What follows belongs to an exercise in optimizing a design on an open flow for small area; a production flow would make more cautious choices.
The RTL was checked by simulation tests, not by an equivalence proof against the original design.
Power and IR drop assume default switching activity.

## servo_engine
module servo_engine (
    input  wire        clk,
    input  wire        rst,          
    input  wire        start,        
    input  wire        slow,         
    input  wire [3:0]  out_dl,       
    input  wire [2:0]  head,         
    output reg  [6:0]  pc,           
    output reg         busy,         
    input  wire [63:0] bundle,       
    input  wire [4:0]  flags,        
    input  wire        first,        
    output wire [31:0] d_raddr,
    input  wire [63:0] d_rdata,
    output wire [1:0]  d_we,         
    output wire [15:0] d_waddr,
    output wire [31:0] d_wdata,
    output wire [31:0] c_raddr,
    input  wire [63:0] c_rdata,
    input  wire        stat_clr,     
    output reg         aovf,
    output reg         qsat,
    output reg         late,
    output reg         slow_trunc,
    output reg  [15:0] fwevt,        
    output reg  [2:0]  loop_evt,     
    output reg  [2:0]  pl_valid,     
    output reg  [2:0]  pl_fail,      
    output reg  [15:0] dac_focus,
    output reg  [15:0] dac_track,
    output reg  [15:0] dac_tilt,
    output reg  [15:0] sled_cmd,
    output reg  [15:0] spindle_cmd,
    output reg  [15:0] elevator_cmd,
    output reg  [15:0] picker_cmd,
    output reg  [15:0] ffpub_focus,
    output reg  [15:0] ffpub_track,
    output reg  [15:0] trace0,
    output reg  [15:0] trace1,
    output reg  [10:0] out_upd
);
For scale: about 310 flip-flops, about 550 I/O pins, roughly 37000 µm² of cells after synthesis.
Settings: LEC_CHECK=0, CAP_MARGIN=20, CORE_MARGIN=2, CORE_UTILIZATION=55, CTS_BUF_LIST=sky130_fd_sc_hd__clkbuf_4, CTS_CLUSTER_DIAMETER=40, CTS_CLUSTER_SIZE=10, SLEW_MARGIN=20, BUFFER_PORTS_ARGS=-buffer_cell sky130_fd_sc_hd__buf_1; clock period 15.0 ns.
standard.sh (not shown) runs the stock make flow with config.mk's settings and CLKGATE_MAP_FILE= SYNTH_SCRIPT=/design/flow/synth_recipe.tcl, a recipe that flattens the netlist after the stock synthesis.
==> flow/flow/run.sh <==
#!/bin/bash
# The standard layout, with each input and output port buffered by the
# smallest buffer cell instead of the one buffer_ports picks by default.
set -euo pipefail
echo 'export BUFFER_PORTS_ARGS = -buffer_cell sky130_fd_sc_hd__buf_1' >> config.mk
bash standard.sh > standard.log 2>&1
The starting point went through all stages and came out clean.
Change:
GPL_TIMING_DRIVEN = 0   (was default)
Result: Total power is lower by a few percent. Global-route usage is higher by 1.7 points. Setup slack degrades by 830 ps. Clock power is lower by a quarter to a third. Non-clock buffer count is higher by 302.
Change:
CTS_BUF_LIST = sky130_fd_sc_hd__clkbuf_8   (was sky130_fd_sc_hd__clkbuf_4)
CTS_CLUSTER_DIAMETER = 60   (was 40)
CTS_CLUSTER_SIZE = 20   (was 10)
GPL_TIMING_DRIVEN = default   (was 0)
The changed run finished clean.
Critical path depth goes up by 2.
Via count goes down by a few percent.
Combinational power goes up by a few percent.
Power goes up by a few percent.
Die area does not change.
Worst hold slack barely changes.
Final cell count goes down by a few percent.
Worst setup slack gets better by 550 ps.
Clock-buffer cell count goes down by 2.
Area after synthesis does not change.

---

== south ==
Starting RTL as in the previous note.
## servo_engine
module servo_engine (
    input  wire        clk,
    input  wire        rst,          
    input  wire        start,        
    input  wire        slow,         
    input  wire [3:0]  out_dl,       
    input  wire [2:0]  head,         
    output reg  [6:0]  pc,           
    output reg         busy,         
    input  wire [63:0] bundle,       
    input  wire [4:0]  flags,        
    input  wire        first,        
    output wire [31:0] d_raddr,
    input  wire [63:0] d_rdata,
    output wire [1:0]  d_we,         
    output wire [15:0] d_waddr,
    output wire [31:0] d_wdata,
    output wire [31:0] c_raddr,
    input  wire [63:0] c_rdata,
    input  wire        stat_clr,     
    output reg         aovf,
    output reg         qsat,
    output reg         late,
    output reg         slow_trunc,
    output reg  [15:0] fwevt,        
    output reg  [2:0]  loop_evt,     
    output reg  [2:0]  pl_valid,     
    output reg  [2:0]  pl_fail,      
    output reg  [15:0] dac_focus,
    output reg  [15:0] dac_track,
    output reg  [15:0] dac_tilt,
    output reg  [15:0] sled_cmd,
    output reg  [15:0] spindle_cmd,
    output reg  [15:0] elevator_cmd,
    output reg  [15:0] picker_cmd,
    output reg  [15:0] ffpub_focus,
    output reg  [15:0] ffpub_track,
    output reg  [15:0] trace0,
    output reg  [15:0] trace1,
    output reg  [10:0] out_upd
);
Settings: LEC_CHECK=0, CAP_MARGIN=0, CORE_MARGIN=2, CORE_UTILIZATION=70, CTS_BUF_LIST=sky130_fd_sc_hd__clkbuf_4, CTS_CLUSTER_DIAMETER=40, CTS_CLUSTER_SIZE=10, SLEW_MARGIN=0, BUFFER_PORTS_ARGS=-buffer_cell sky130_fd_sc_hd__buf_1; clock period 15.0 ns.
==> flow/flow/run.sh <==
#!/bin/bash
# The standard layout with these changes:
#  - each input and output port is buffered by the smallest buffer cell
#    instead of the one buffer_ports picks by default;
#  - after the standard synthesis, flow/polarity.py removes inverters between
#    full adders (a full adder is self-dual);
#  - the combinational cells other than the adders are then mapped again by
#    ABC with an area-recovering script (flow/remap.abc); flip-flops, full
#    and half adders stay as they are;
#  - then the standard flow continues from the new netlist.
set -euo pipefail
echo 'export BUFFER_PORTS_ARGS = -buffer_cell sky130_fd_sc_hd__buf_1' >> config.mk
R=$PWD/orfs/results/$FLOW_PLATFORM/servo_engine/base
LOGD=$PWD/orfs/logs/$FLOW_PLATFORM/servo_engine/base
OBJ=$PWD/orfs/objects/$FLOW_PLATFORM/servo_engine/base
LIB=$FLOW_HOME/platforms/$FLOW_PLATFORM/lib/sky130_fd_sc_hd__tt_025C_1v80.lib
bash standard.sh $R/1_2_yosys.v > synth.log 2>&1
cp $R/1_2_yosys.v 1_2_yosys_standard.v
python3 flow/polarity.py 1_2_yosys_standard.v 1_2_yosys_polarity.v > polarity.log 2>&1
python3 flow/unmap.py $LIB 1_2_yosys_polarity.v 1_2_yosys_generic.v > unmap.log 2>&1
DU=$(grep -o -- "-dont_use [A-Za-z0-9_]*" $LOGD/1_2_yosys.log | sort -u | tr '\n' ' ')
PS=$(python3 -c "print(int(round(float('$FLOW_PERIOD_NS') * 1000)))")
cat > remap.ys <<EOF
read_liberty -lib $LIB
read_verilog 1_2_yosys_generic.v
hierarchy -check -top $FLOW_TOP
proc
simplemap
opt -fast
opt_clean
abc -script $PWD/flow/remap.abc -liberty $LIB $DU -constr $OBJ/abc.constr -D $PS
opt_clean -purge
hilomap -singleton -hicell sky130_fd_sc_hd__conb_1 HI -locell sky130_fd_sc_hd__conb_1 LO
insbuf -buf sky130_fd_sc_hd__buf_4 A X
splitnets
opt_clean -purge
tee -o remap_stat.txt stat -liberty $LIB
write_verilog -noattr -noexpr -nohex -nodec $R/1_2_yosys.v
EOF
yosys -s remap.ys > remap.log 2>&1
bash standard.sh > standard.log 2>&1
==> flow/flow/remap.abc <==
&get -n
&st
&dch
&nf -R 1000
&put
buffer -c
topo
stime -c
upsize -c
dnsize -c
Other scripts of this flow, unchanged in this note and not shown: flow/flow/polarity.py, flow/flow/unmap.py
> inputs changed (south -> west)
diff --git a/flow/flow/run.sh b/flow/flow/run.sh
--- a/flow/flow/run.sh
+++ b/flow/flow/run.sh
@@ -7,5 +7,8 @@
 #  - the combinational cells other than the adders are then mapped again by
-#    ABC with an area-recovering script (flow/remap.abc); flip-flops, full
+#    ABC with an area-recovering script (flow/remap.abc, with a
+#    time-limited &deepsyn pass); flip-flops, full
 #    and half adders stay as they are;
-#  - then the standard flow continues from the new netlist.
+#  - then the standard flow continues from the new netlist, with the larger
+#    plain buffers (buf_4 and up) left out of placement and timing repair,
+#    so that repair buffers nets with buf_1 and buf_2.
 set -euo pipefail
@@ -40,2 +43,3 @@
 yosys -s remap.ys > remap.log 2>&1
+echo 'export DONT_USE_CELLS += sky130_fd_sc_hd__buf_4 sky130_fd_sc_hd__buf_6 sky130_fd_sc_hd__buf_8 sky130_fd_sc_hd__buf_12 sky130_fd_sc_hd__buf_16' >> config.mk
 bash standard.sh > standard.log 2>&1
==> flow/flow/remap.abc <==
&get -n
&st
&deepsyn -T 60
&st
&dch
&nf -R 1000
&put
buffer -c
topo
stime -c
upsize -c
dnsize -c
diff --git a/flow/config.mk b/flow/config.mk
--- a/flow/config.mk
+++ b/flow/config.mk
@@ -15 +15,2 @@
 export BUFFER_PORTS_ARGS = -buffer_cell sky130_fd_sc_hd__buf_1
+export DONT_USE_CELLS += sky130_fd_sc_hd__buf_4 sky130_fd_sc_hd__buf_6 sky130_fd_sc_hd__buf_8 sky130_fd_sc_hd__buf_12 sky130_fd_sc_hd__buf_16
[summary]
- west vs south: net switching power of the design up by more than 10%
- Share of the final layout cell area in multi-input gates in west vs south: down 2.9 points
- Summary — transition at the pin with the smallest max-transition slack, west relative to south: higher, by 33 ps.
- Width of the die | west below south
- Against south, west comes in 1 lower on count of buffering cells on the critical path with inverters included.
- In the reports for west and south, the larger total global-route track usage belongs to west.
- No stage failed in west, and the final checks on the layout all came back clean.
- Taking south as the reference, in west number of clock buffers in the layout has increased, share of cells above drive strength 1 fell by 2.3 points, routed via count roughly the same, power increased 9.8%, final cell count down about 5%.

static timing again, ports no longer ideal:
Ports are ideal in the flow. The routed layouts listed here were re-timed in OpenROAD.
Step 1 (the two cells are an assumption about what drives the block):
set clk [get_ports {clk}]
set_driving_cell -lib_cell sky130_fd_sc_hd__clkbuf_16 $clk
set_driving_cell -lib_cell sky130_fd_sc_hd__buf_2 [delete_from_list [all_inputs] $clk]
Step 2 adds t to the input delays and takes it off the output delays; t is the mean of the earliest and latest rising clock arrival at the registers after step 1. Input paths then give back, and output paths get back, about the clock's delay inside the block.
Three values: ideal, step 1, step 2; two values: the first two.
| run | t, ns | setup WS [ns] | hold slack, ns |
|---|---|---|---|
| the first run of note 1 | 0.922 | 1.267 / 1.307 / 0.385 | 0.473 / 0.473 / 0.473 |
| the second run of note 1 | 0.805 | 0.436 / 0.351 / -0.454 | 0.473 / 0.473 / 0.473 |
| the third run of note 1 | 0.662 | 0.985 / 1.021 / 0.358 | 0.475 / 0.475 / 0.475 |
| south | 0.871 | 0.535 / 0.573 / -0.297 | 0.448 / 0.448 / 0.448 |
| west | 0.900 | 0.457 / 0.480 / -0.420 | 0.476 / 0.476 / 0.476 |
With both steps, setup timing fails in the second run of note 1, south and west, where it was met with ideal ports. The setup slack of the second run of note 1, which loses most, moves by -0.085 ns with the drivers and by -0.890 ns with both steps.
